Background: an optimization exercise with open tools, aiming at small area and a short achievable clock period. Do not read the settings as production practice.
The RTL was checked by simulation tests, not by an equivalence proof against the original design.

==> flow/design.v <==
module kbfly_modsteps #(
    parameter N = 24
) (
    input  wire [22:0]  r_in,
    input  wire [N-1:0] bits,
    input  wire [22:0]  q,
    output reg  [22:0]  r_out
);
    integer i;
    reg [23:0] t;
    always @* begin
        r_out = r_in;
        for (i = N - 1; i >= 0; i = i - 1) begin
            t = {r_out, bits[i]};
            if (t >= {1'b0, q})
                t = t - {1'b0, q};
            r_out = t[22:0];
        end
    end
endmodule
module kbfly_mod24 (
    input  wire [23:0] x,
    input  wire [22:0] q,
    output wire [22:0] r
);
    wire        neg = x[23];
    wire [23:0] mag = neg ? (~x + 24'd1) : x;
    wire [22:0] rm;
    kbfly_modsteps #(.N(24)) u_red (.r_in(23'd0), .bits(mag), .q(q), .r_out(rm));
    assign r = (neg && rm != 23'd0) ? (q - rm) : rm;
endmodule
module kbfly_out (
    input  wire [22:0] v,
    input  wire [22:0] q,
    input  wire        centre,
    output wire [31:0] c
);
    wire [23:0] val = (centre && v > (q >> 1)) ? ({1'b0, v} - {1'b0, q}) : {1'b0, v};
    assign c = {{8{val[23]}}, val};
endmodule
module kbfly_lane (
    input  wire        clk,
    input  wire [22:0] q,
    input  wire        gs_in,      
    input  wire [23:0] a_in,
    input  wire [23:0] b_in,
    input  wire [23:0] w_in,
    input  wire        gs3,        
    input  wire        centre3,    
    output wire [31:0] a_res,
    output wire [31:0] b_res
);
    wire [22:0] am, bm, wm;
    kbfly_mod24 u_ma (.x(a_in), .q(q), .r(am));
    kbfly_mod24 u_mb (.x(b_in), .q(q), .r(bm));
    kbfly_mod24 u_mw (.x(w_in), .q(q), .r(wm));
    reg [22:0] s1_a, s1_b, s1_w;
    reg        s1_gs;
    always @(posedge clk) begin
        s1_a  <= am;
        s1_b  <= bm;
        s1_w  <= wm;
        s1_gs <= gs_in;
    end
    wire [23:0] sum  = {1'b0, s1_a} + {1'b0, s1_b};
    wire [22:0] summ = (sum >= {1'b0, q}) ? (sum - {1'b0, q}) : sum[22:0];
    wire [23:0] dif  = {1'b0, s1_a} - {1'b0, s1_b};
    wire [22:0] difm = dif[23] ? (dif[22:0] + q) : dif[22:0];
    wire [22:0] mop  = s1_gs ? difm : s1_b;
    wire [45:0] prod = s1_w * mop;
    wire [22:0] x1   = s1_gs ? summ : s1_a;
    reg [45:0] s2_p;
    reg [22:0] s2_x;
    always @(posedge clk) begin
        s2_p <= prod;
        s2_x <= x1;
    end
    wire [22:0] r_hi;
    kbfly_modsteps #(.N(23)) u_rhi (.r_in(23'd0), .bits(s2_p[45:23]), .q(q), .r_out(r_hi));
    reg [22:0] s3_r;
    reg [22:0] s3_lo;
    reg [22:0] s3_x;
    always @(posedge clk) begin
        s3_r  <= r_hi;
        s3_lo <= s2_p[22:0];
        s3_x  <= s2_x;
    end
    wire [22:0] t;
    kbfly_modsteps #(.N(23)) u_rlo (.r_in(s3_r), .bits(s3_lo), .q(q), .r_out(t));
    wire [23:0] apl  = {1'b0, s3_x} + {1'b0, t};
    wire [22:0] aplm = (apl >= {1'b0, q}) ? (apl - {1'b0, q}) : apl[22:0];
    wire [23:0] amn  = {1'b0, s3_x} - {1'b0, t};
    wire [22:0] amnm = amn[23] ? (amn[22:0] + q) : amn[22:0];
    wire [22:0] a_v = gs3 ? s3_x : aplm;
    wire [22:0] b_v = gs3 ? t    : amnm;
    kbfly_out u_oa (.v(a_v), .q(q), .centre(centre3), .c(a_res));
    kbfly_out u_ob (.v(b_v), .q(q), .centre(centre3), .c(b_res));
endmodule
module kbfly (
    input  wire        clk,
    input  wire        rst,         
    input  wire        mq_we,
    input  wire [22:0] mq_wdata,
    input  wire        trig,
    input  wire [1:0]  form,        
    input  wire        centre,
    input  wire        zen,
    input  wire [31:0] w,           
    input  wire [31:0] a,           
    input  wire [31:0] b,           
    output wire        err,         
    output reg         res_valid,   
    output reg         z_we,        
    output reg  [31:0] ra,
    output reg  [31:0] rb
);
    reg [22:0] mq;
    always @(posedge clk) begin
        if (rst)
            mq <= 23'd0;
        else if (mq_we)
            mq <= mq_wdata;
    end
    assign err = trig & (form[1] | ~mq[0] | (mq == 23'd1));
    wire   go  = trig & ~err;
    reg [2:0] v_p;
    reg [2:0] z_p;
    reg [2:0] gs_p;
    reg [2:0] c_p;
    always @(posedge clk) begin
        if (rst) begin
            v_p <= 3'd0;
            z_p <= 3'd0;
        end else begin
            v_p <= {v_p[1:0], go};
            z_p <= {z_p[1:0], go & zen};
        end
        gs_p <= {gs_p[1:0], form[0]};
        c_p  <= {c_p[1:0], centre};
    end
    wire [31:0] a0_res, b0_res;
    kbfly_lane u_l0 (
        .clk(clk), .q(mq), .gs_in(form[0]),
        .a_in(a[23:0]), .b_in(b[23:0]), .w_in(w[23:0]),
        .gs3(gs_p[2]), .centre3(c_p[2]),
        .a_res(a0_res), .b_res(b0_res)
    );
    always @(posedge clk) begin
        if (rst) begin
            res_valid <= 1'b0;
            z_we      <= 1'b0;
            ra        <= 32'd0;
            rb        <= 32'd0;
        end else begin
            res_valid <= v_p[2];
            z_we      <= z_p[2];
            if (v_p[2]) begin
                ra <= a0_res;
                rb <= b0_res;
            end
        end
    end
endmodule
==> flow/run.sh <==
#!/bin/bash
# synth_recipe.tcl (not shown) runs the flow's synth.tcl, then flattens the netlist and writes it again
# the make line also repeats each setting of config.mk as NAME=value (left out here)
make -C /OpenROAD-flow-scripts/flow DESIGN_CONFIG=/design/flow/config.mk WORK_HOME=/design/flow/orfs CLKGATE_MAP_FILE= SYNTH_SCRIPT=/design/flow/synth_recipe.tcl finish
==> flow/config.mk <==
export PLATFORM = sky130hd
export DESIGN_NAME = kbfly
export DESIGN_NICKNAME = kbfly
export VERILOG_FILES = /design/flow/design.v
export SDC_FILE = /design/flow/constraint.sdc
export NUM_CORES = 4
export LEC_CHECK = 0
export CAP_MARGIN = 20
export CORE_MARGIN = 2
export CORE_UTILIZATION = 40
export SLEW_MARGIN = 20
==> flow/constraint.sdc <==
create_clock -name core_clock -period 170.0 [get_ports {clk}]
set_input_delay 34.0000 -clock core_clock [delete_from_list [all_inputs] [get_ports {clk}]]
set_output_delay 34.0000 -clock core_clock [all_outputs]
set_load 0.01 [all_outputs]
==> run notes <==
- Status: timing/DRC/antenna clean
- Initial antenna violation count: 83
- CP max stage delay: 0.88 ns
- Hold-fix buffers, CTS: 0
- Cell family with most CP delay: compound AO/OA/AOI/OAI gates
- Layout cells sized above 1: 8.68%
- Max_cap viols: 0
- First-pass GRT wire length: around 1,100,000 um
- Port Buf Inserts: approximately 170
- CTS max path bufs: 3
- Post-route DRC: 0
- First-iteration detailed-routing DRC count: 15.9k
- F_max: 0.00681 GHz
- Count leader, synth: ha_1
- First-pass iteration count of the detailed router: 7
- RSZ-0062 raised after global routing: false
- Starting Density: 40.1%
- Global Route met2 Usage: 44.2%
- Chip Height: 696 um
- Total CTS buffers: 40
- Die area: 0.484 mm^2
- Placer Congestion: 0.960
- Clock Skew: 0.0904 ns
- Post-synth EDFFs: 0
- Worst hold path class: reg -> reg
- Worst-Margin Slew: 1.24 ns
- Crit-path max FO: 35
- R2R cell count: 531
- Async S/R FF share, synth: 0%
- CTS HTree Levels: 2
- Largest net degree at the start of global routing: 74
- Row count: 254
- Yosys Warn Count: 4
- R2r endpoint: ra[23]
- Grt met1 use: 37.5%
- # IOs: 194
- Seq/Total Area, Yosys: between 3 and 4%
- Mapped Cells: 26.1k
- Max_slew headroom: 15.1%
- Synth top area share: 20.5%
- WL final: 700,000 um
- Routed len/inst: 21.4 um
- R2R setup slack: 46.39 ns
- Vias/cell: 5.92
- Root Driver: clkbuf_16
- Post-Syn Area: 0.192 mm^2
- Critical setup path kind: in -> reg
- Fillers: 49.1k
- Post-route ant nets: 0
- Startpoint Class: primary input
- Hold Slack: about 0.31 ns
- Width of the die: 696 um
- Leading area contributor after synthesis: ha_1
- Grt met3 use: 3.93%
- Via count: 193k
- CTS resizes: 0
- CP Buf/Inv Count: 21
- Global routing's busiest layer: met2
- Synthesis-stage register bit count: 292
- Clock sink count: roughly 290
- Critical R2R Launch: mq[1]
- Crit end category: flop
- Core Area: 0.478 mm^2
- Post-layout min period: ~150 ns
- CTS tree: yes
- Setup violations, final: 0
- HP Start: u_l0.s2_x[1]
- CTS clock-pin slew for the worst setup and hold paths: 0.07 ns
- Hold EP: u_l0.s3_x[1]
- Layout area overhead: 6.64%
- Yosys cell types: 136
- Final Cycle Share: approximately 86%
- Worst Hold Depth: 0
- Grt total ovfl: 0
- Tot GR Track Use: between 20% and 30%
- Post-synth top flop: dfxtp_1
- Critical path's slowest cell: nor3b_1
- Avg Synthesized Cell Area: 7.33 um^2
- Final setup TNS: 0 ns
- Arr. time, crit path: 147.49 ns
- Setup Buffers After CTS: 0
- Post-route design area: 0.204 mm^2
- Final Hold Viols: 0
- Pins Over Slew Limit: 0
- Layout net count: approximately 30k
- Synth top area cells: ha_1 (21%), mux2_2 (8.2%), fa_1 (5.9%), xnor2_1 (5.1%), o21ai_0 (4.9%)
- Clk Latency, worst-skew pair: roughly 0.7 ns
- CP dominant cell by count: o21ai_0
- Post-Syn Nets: around 30k
- Critical path required time: 170.59 ns
- Vias in the first global route: 181k
- Post-DP HPWL: between 500,000 and 600,000 um
- Placed Area: 0.203 mm^2
- Commonest cells in the netlist: ha_1 (3,143), nor2_1 (2,468), nand2_1 (2,411), inv_1 (2,168), o21ai_0 (1,868)
## cell type report
type	instances	area, um^2	area share, %
antenna	35	87.6	0.0429
clock buffer	49	1090	0.536
clock inverter	25	412	0.202
inverter	2170	8310	4.07
multi-input combinational	23100	175000	85.8
sequential	292	5860	2.87
tap	6400	8010	3.92
timing repair buffer	623	5170	2.53
## stage by stage
stage | worst slack (ns) | util [%] | instances
after floorplan | 39.70 | - | 26100
after global placement | 25.44 | 42.4 | 32500
after detailed placement | 25.15 | 42.4 | 32500
after CTS | 25.01 | 42.7 | 32600
after global routing | 13.34 | 42.7 | 32600
final | 23.10 | 42.8 | 32700
## worst reg2reg max path: cells and delay by family (launching register included)
family / cells / cell delay [ns]
buffers and inverters: 23 / 5.38
XOR/XNOR: 1 / 0.19
flip-flops: 1 / 0.65
multiplexers: 17 / 5.72
AND/OR/NAND/NOR: 84 / 17.59
adder cells (fa/ha/maj): 26 / 8.76
AO/OA/AOI/OAI: 380 / 85.21
## worst max path at each step
stage,from,to,slack [ns],depth (start not counted)
after floorplan,a[5],u_l0.s1_a[22],39.70,509
after global placement,w[7],u_l0.s1_w[21],25.44,480
after detailed placement,w[7],u_l0.s1_w[21],25.15,481
after CTS,w[7],u_l0.s1_w[21],25.01,480
after global routing,w[7],u_l0.s1_w[21],13.34,484
final,w[7],u_l0.s1_w[21],23.10,480
## registers in the layout (all words and copies together) (netlist names), 23 cells and up
| name | flops |
|---|---|
| u_l0.s3_r | 23 |
| u_l0.s3_lo | 23 |
| rb | 24 |
| u_l0.s1_b | 23 |
| u_l0.s3_x | 23 |
| ra | 24 |
| u_l0.s2_x | 23 |
| mq | 23 |
| u_l0.s1_w | 23 |
| u_l0.s2_p | 46 |
| u_l0.s1_a | 23 |
## cells in the final DEF, fill, tap and decap left out, types with 284 or more instances in the layout
cell and instances:
ha_1 3143, nor2_1 2461, nand2_1 2411, inv_1 2146, o21ai_0 1866, a21oi_1 1707, mux2_2 1396, xnor2_1 1123
a21o_1 1061, xor2_1 776, a21boi_0 668, mux2i_1 599, fa_1 565, nand4_1 494, buf_4 448, nor2b_1 403
nor3_1 379, nand2b_1 344, nand3_1 342, and2_1 337, dfxtp_1 287, o21bai_1 284
## per-layer routing
metal  share of wire (%)  wire length [um]  vias up
li1                    -                 -    94200
met1                  45            312000    91800
met2                  43            302000     6060
met3                 7.8             54400     1058
met4                 4.3             30400       48
met5               0.044               306        -
## kinds of logic (layout without fill, tap and decap cells)
group | Yosys count | after routing | share of synthesized area, %
xor gates and xnor gates | 1901 | 1901 | 8.69
AOI/OAI and AO/OA | 7445 | 7445 | 25.1
adders and majority gates | 3708 | 3708 | 26.4
DFF | 292 | 292 | 3.05
muxes | 2019 | 2019 | 11.5
other | 0 | 35 | 0
and+or+nand+nor | 7987 | 7987 | 19.5
buffers and inverters | 2780 | 2867 | 5.61

-- what the ideal ports hide --
In the flow no input, the clock included, has a driving cell. The finished layout below was timed again as built, in two steps. Step 1 sets driving cells, clkbuf_16 on the clock port and buf_2 on the other inputs (assumed; they add their load-dependent delay and slew). Step 2 times the ports against the registers' clock, not the clock port: input delays grow and output delays shrink by t, the midpoint of the rising clock arrivals with the driver on. a / b / c = ideal ports / drivers / drivers and shift; a / b = the first two.
t, ns: 0.772
slack for setup (ns): 23.102 / 23.171 / 22.399
worst setup path after step 2: input to register
After both steps this run still meets setup and hold. The setup slack of this run moves by +0.069 ns with the drivers and by -0.703 ns with both steps.
